This design comes from an exercise in tuning for small area, a short achievable clock period and few clock cycles per item on the open sky130 flow, not from production work.
The RTL was checked by simulation tests, not by an equivalence proof against the original design.

## fjord
// aes256_core
module aes256_core (
    input  wire         clk,
    input  wire         rst,         
    input  wire         start,
    input  wire [255:0] key,
    input  wire [127:0] block_in,
    output wire         ready,
    output reg          done,
    output wire [127:0] block_out
);
    genvar i;
    reg         a_v;             
    reg  [3:0]  a_r;             
    reg [127:0] a_x;             
    reg [127:0] a_k0;            
    reg [127:0] a_k1;            
    reg         b_v;
    reg  [3:0]  b_r;
    reg [351:0] b_m;             
    reg [127:0] b_k0;            
    reg [127:0] b_k1;            
    reg  [87:0] b_km;            
    reg         rdy;             
    reg [127:0] out_q;
    assign ready     = rdy;
    assign block_out = out_q;
    wire [127:0] ark = a_x ^ a_k0;
    wire [351:0] a_m;
    wire  [87:0] a_km;
    generate
        for (i = 0; i < 16; i = i + 1) begin : g_sa
            aes_sbox_top u_top (
                .in  (ark[127 - 8*i -: 8]),
                .mid (a_m[351 - 22*i -: 22])
            );
        end
        for (i = 0; i < 4; i = i + 1) begin : g_ka
            aes_sbox_top u_top (
                .in  (a_k1[31 - 8*i -: 8]),
                .mid (a_km[87 - 22*i -: 22])
            );
        end
    endgenerate
    wire [127:0] sub_bytes;
    wire [127:0] shift_rows;
    wire [127:0] mix_columns;
    wire  [31:0] sub_word;
    generate
        for (i = 0; i < 16; i = i + 1) begin : g_sb
            aes_sbox_bot u_bot (
                .mid (b_m[351 - 22*i -: 22]),
                .out (sub_bytes[127 - 8*i -: 8])
            );
        end
        for (i = 0; i < 4; i = i + 1) begin : g_kb
            aes_sbox_bot u_bot (
  ...
For scale: about 1,200 flip-flops, ~520 I/O pins.
make LEC_CHECK=0 ABC_AREA=1 CAP_MARGIN=40 CELL_PAD_IN_SITES_DETAIL_PLACEMENT=0 CELL_PAD_IN_SITES_GLOBAL_PLACEMENT=0 CORE_MARGIN=2 CORE_UTILIZATION=45 PLACE_DENSITY=0.6 SETUP_SLACK_MARGIN=5 SLEW_MARGIN=60 finish   # period 10.0 ns
run.sh (not shown) runs the stock make flow with config.mk's settings and CLKGATE_MAP_FILE= SYNTH_SCRIPT=/design/flow/synth_recipe.tcl, a recipe that flattens the netlist after the stock synthesis.
Looking at the reports, fjord completed the entire flow and the layout it produced met the timing, design-rule and antenna checks.
Testbench counts of fjord, summed over its fixed seeds: cycles 44,816, items 3,200.
Relative to fjord, the following input files were edited for delta:
==> flow/flow/run.sh (new file) <==
#!/bin/bash
set -euo pipefail
bash standard.sh synth floorplan > flow_synth_floorplan.log 2>&1
bash standard.sh SETUP_SLACK_MARGIN=7 "BUFFER_PORTS_ARGS=-buffer_cell sky130_fd_sc_hd__buf_1" finish > flow_place_route.log 2>&1
==> flow/standard.sh (new file) <==
#!/bin/bash
# synth_recipe.tcl (not shown) runs the flow's synth.tcl, then flattens the netlist and writes it again
# the make line also repeats each setting of config.mk as NAME=value (left out here)
make -C /OpenROAD-flow-scripts/flow DESIGN_CONFIG=/design/flow/config.mk WORK_HOME=/design/flow/orfs CLKGATE_MAP_FILE= SYNTH_SCRIPT=/design/flow/synth_recipe.tcl "${@:-finish}"
==> flow/config.mk <==
export PLATFORM = sky130hd
export DESIGN_NAME = aes256_core
export DESIGN_NICKNAME = aes256_core
export VERILOG_FILES = /design/flow/design.v
export SDC_FILE = /design/flow/constraint.sdc
export NUM_CORES = 4
export LEC_CHECK = 0
export CAP_MARGIN = 40
export CELL_PAD_IN_SITES_DETAIL_PLACEMENT = 0
export CELL_PAD_IN_SITES_GLOBAL_PLACEMENT = 0
export CORE_MARGIN = 2
export CORE_UTILIZATION = 45
export PLACE_DENSITY = 0.6
export SLEW_MARGIN = 60
removed: flow/run.sh
### Flow results
delta and fjord all finish clean.
Summary: with fjord as the reference, die span in x in delta moved down by a few percent.
The lower synthesized cell count came out of delta.
Smallest setup slack after layout: delta > fjord
delta vs fjord — fmax climbed by more than 10%
Detailed route wirelength on metal3, delta and fjord: higher on fjord
The simple-gate area share of the yosys netlist of delta is lower than that of fjord.
As far as sequential share of layout area is concerned, fjord and delta perform about the same.
Edits applied to the flow inputs when going from delta to pepper:
==> flow/config.mk <==
export PLATFORM = sky130hd
export DESIGN_NAME = aes256_core
export DESIGN_NICKNAME = aes256_core
export VERILOG_FILES = /design/flow/design.v
export SDC_FILE = /design/flow/constraint.sdc
export NUM_CORES = 4
export LEC_CHECK = 0
export ABC_AREA = 1
export CAP_MARGIN = 40
export CELL_PAD_IN_SITES_DETAIL_PLACEMENT = 0
export CELL_PAD_IN_SITES_GLOBAL_PLACEMENT = 0
export CORE_MARGIN = 2
export CORE_UTILIZATION = 45
export CTS_BUF_LIST = sky130_fd_sc_hd__clkbuf_8
export PLACE_DENSITY = 0.6
export SLEW_MARGIN = 60
Notes after the runs:
- Timing, DRC, antenna: 0 failures across delta and pepper
- Between pepper and delta, the fraction of area in multi-input gates does not differ in any meaningful way.
- Changes observed in pepper relative to delta: area added between synthesis and finish lower, highest achievable clock rate lower, final cell count higher, height of the die higher.
- pepper against delta; area enclosed by the die boundary is up by more than 10%.
- Against delta, pepper comes in 4.3 points higher on overall routing resource usage.
- pepper vs delta: post-route worst setup slack down in pepper
- Routed wire in pepper totals more than in delta.
Edits applied to the flow inputs when going from pepper to amber:
==> flow/flow/run.sh <==
#!/bin/bash
set -euo pipefail
bash standard.sh synth floorplan > flow_synth_floorplan.log 2>&1
bash standard.sh SETUP_SLACK_MARGIN=6.5 "BUFFER_PORTS_ARGS=-buffer_cell sky130_fd_sc_hd__buf_1" finish > flow_place_route.log 2>&1
-- flow/config.mk --
<<< pepper, line 6
export NUM_CORES = 4
export LEC_CHECK = 0
export ABC_AREA = 1
export CAP_MARGIN = 40
export CELL_PAD_IN_SITES_DETAIL_PLACEMENT = 0
>>> amber, line 6
export NUM_CORES = 4
export LEC_CHECK = 0
export CAP_MARGIN = 40
export CELL_PAD_IN_SITES_DETAIL_PLACEMENT = 0
Notes after the runs:
Compare pepper and amber | setup slack higher: pepper. Summary of the comparison: worst-case setup slack after placement is lower in amber, relative to pepper. Between amber and pepper, it is amber whose number of global-route vias before repair is lower, by 18,100. Placeable core area, amber vs pepper: down by a little under 10%. Summary of the comparison: initial detailed-routing violation count is lower in amber, relative to pepper. Reg2reg setup slack delta for amber relative to pepper: 0.47 ns lower. Summary of amber over pepper: cell count after synthesis -38%, well tap count decreased by 8.2% relative to the old numbers.
For sierra, these inputs were changed with respect to amber:
==> flow/run.sh (new file) <==
#!/bin/bash
# synth_recipe.tcl (not shown) runs the flow's synth.tcl, then flattens the netlist and writes it again
# the make line also repeats each setting of config.mk as NAME=value (left out here)
make -C /OpenROAD-flow-scripts/flow DESIGN_CONFIG=/design/flow/config.mk WORK_HOME=/design/flow/orfs CLKGATE_MAP_FILE= SYNTH_SCRIPT=/design/flow/synth_recipe.tcl finish
==> flow/config.mk <==
export PLATFORM = sky130hd
export DESIGN_NAME = aes256_core
export DESIGN_NICKNAME = aes256_core
export VERILOG_FILES = /design/flow/design.v
export SDC_FILE = /design/flow/constraint.sdc
export NUM_CORES = 4
export LEC_CHECK = 0
export ABC_AREA = 1
export CAP_MARGIN = 40
export CELL_PAD_IN_SITES_DETAIL_PLACEMENT = 1
export CELL_PAD_IN_SITES_GLOBAL_PLACEMENT = 2
export CORE_MARGIN = 2
export CORE_UTILIZATION = 45
export PLACE_DENSITY = 0.6
export SETUP_SLACK_MARGIN = 5
export SLEW_MARGIN = 60
removed: flow/flow/run.sh
removed: flow/standard.sh
--- outcome ---
- On clock-pin slew on the worst setup and hold paths, sierra and amber are neck and neck.
- Non-clock buffer instance count of the final layout of sierra falls short of that of amber by more than 10%.
- Comparing sierra and amber, the lower final critical delay including setup and external delays was measured on amber.
- Reported for sierra and amber, proportion of register bits with asynchronous set or reset after synthesis turned out identical to the last digit.
The inputs of cedar differ from those of sierra as listed below.
==> flow/flow/run.sh (new file) <==
#!/bin/bash
set -euo pipefail
bash standard.sh SETUP_SLACK_MARGIN=6.5 finish > flow.log 2>&1
==> flow/standard.sh (new file) <==
#!/bin/bash
# synth_recipe.tcl (not shown) runs the flow's synth.tcl, then flattens the netlist and writes it again
# the make line also repeats each setting of config.mk as NAME=value (left out here)
make -C /OpenROAD-flow-scripts/flow DESIGN_CONFIG=/design/flow/config.mk WORK_HOME=/design/flow/orfs CLKGATE_MAP_FILE= SYNTH_SCRIPT=/design/flow/synth_recipe.tcl "${@:-finish}"
==> flow/config.mk <==
export PLATFORM = sky130hd
export DESIGN_NAME = aes256_core
export DESIGN_NICKNAME = aes256_core
export VERILOG_FILES = /design/flow/design.v
export SDC_FILE = /design/flow/constraint.sdc
export NUM_CORES = 4
export LEC_CHECK = 0
export CAP_MARGIN = 40
export CELL_PAD_IN_SITES_DETAIL_PLACEMENT = 1
export CELL_PAD_IN_SITES_GLOBAL_PLACEMENT = 2
export CORE_MARGIN = 2
export CORE_UTILIZATION = 55
export PLACE_DENSITY = 0.7
export SLEW_MARGIN = 60
removed: flow/run.sh
Results
- cedar | status: complete | timing, DRC, antenna: pass
- Delta (cedar minus sierra): combined area of the multi-input logic cells down 350 um^2, critical-path maximum fanout up 8.
- Width of the chip, sierra and cedar: larger value in sierra
- Taking sierra as the reference, in cedar time the final worst path needs with I/O delays and setup now sits higher, met2 track demand over resource now sits higher, wire length of the first global-routing pass now sits lower, total global routing track utilization now sits higher.
- Count of clock-buffer cells in the layout: sierra and cedar compared, higher one is sierra
- Looking at launching instance or port of the critical path, the rdy result is from sierra; the b_m[284] one comes from cedar.
- Looking only at fraction of the cycle the final worst path needs, and setting everything else aside, the lower value of sierra and cedar goes to sierra.
- For hold slack, sierra and cedar come out practically identical.

static timing again, ports no longer ideal:
The flow's constraints put no driver on any port. The routed layouts listed below were extracted and timed again, unchanged, in two steps.
Step 1 (the two cells are an assumption about what drives the block):
set clk [get_ports {clk}]
set_driving_cell -lib_cell sky130_fd_sc_hd__clkbuf_16 $clk
set_driving_cell -lib_cell sky130_fd_sc_hd__buf_2 [delete_from_list [all_inputs] $clk]
Step 2 times the ports against the registers' clock, not the clock port: input delays grow and output delays shrink by t, the midpoint of the rising clock arrivals with the driver on.
Slacks: ideal ports / drivers / drivers and shift; pairs: ideal ports / drivers.
| run | t (ns) | setup WS [ns] | clock arrival spread, ns | cell pins on the clock port's net |
|---|---|---|---|---|
| fjord | 0.877 | 6.235 / 6.149 / 6.560 | 0.031 / 0.031 | 1 |
| delta | 0.876 | 6.717 / 6.629 / 6.938 | 0.046 / 0.046 | 1 |
| pepper | 1.011 | 6.575 / 6.489 / 7.042 | 0.084 / 0.084 | 1 |
| amber | 1.032 | 6.530 / 6.449 / 6.570 | 0.068 / 0.069 | 1 |
| sierra | 0.883 | 6.220 / 6.128 / 6.485 | 0.037 / 0.038 | 1 |
| cedar | 0.882 | 6.044 / 6.044 / 6.044 | 0.044 / 0.044 | 1 |
After both steps setup and hold are still met in every run listed.
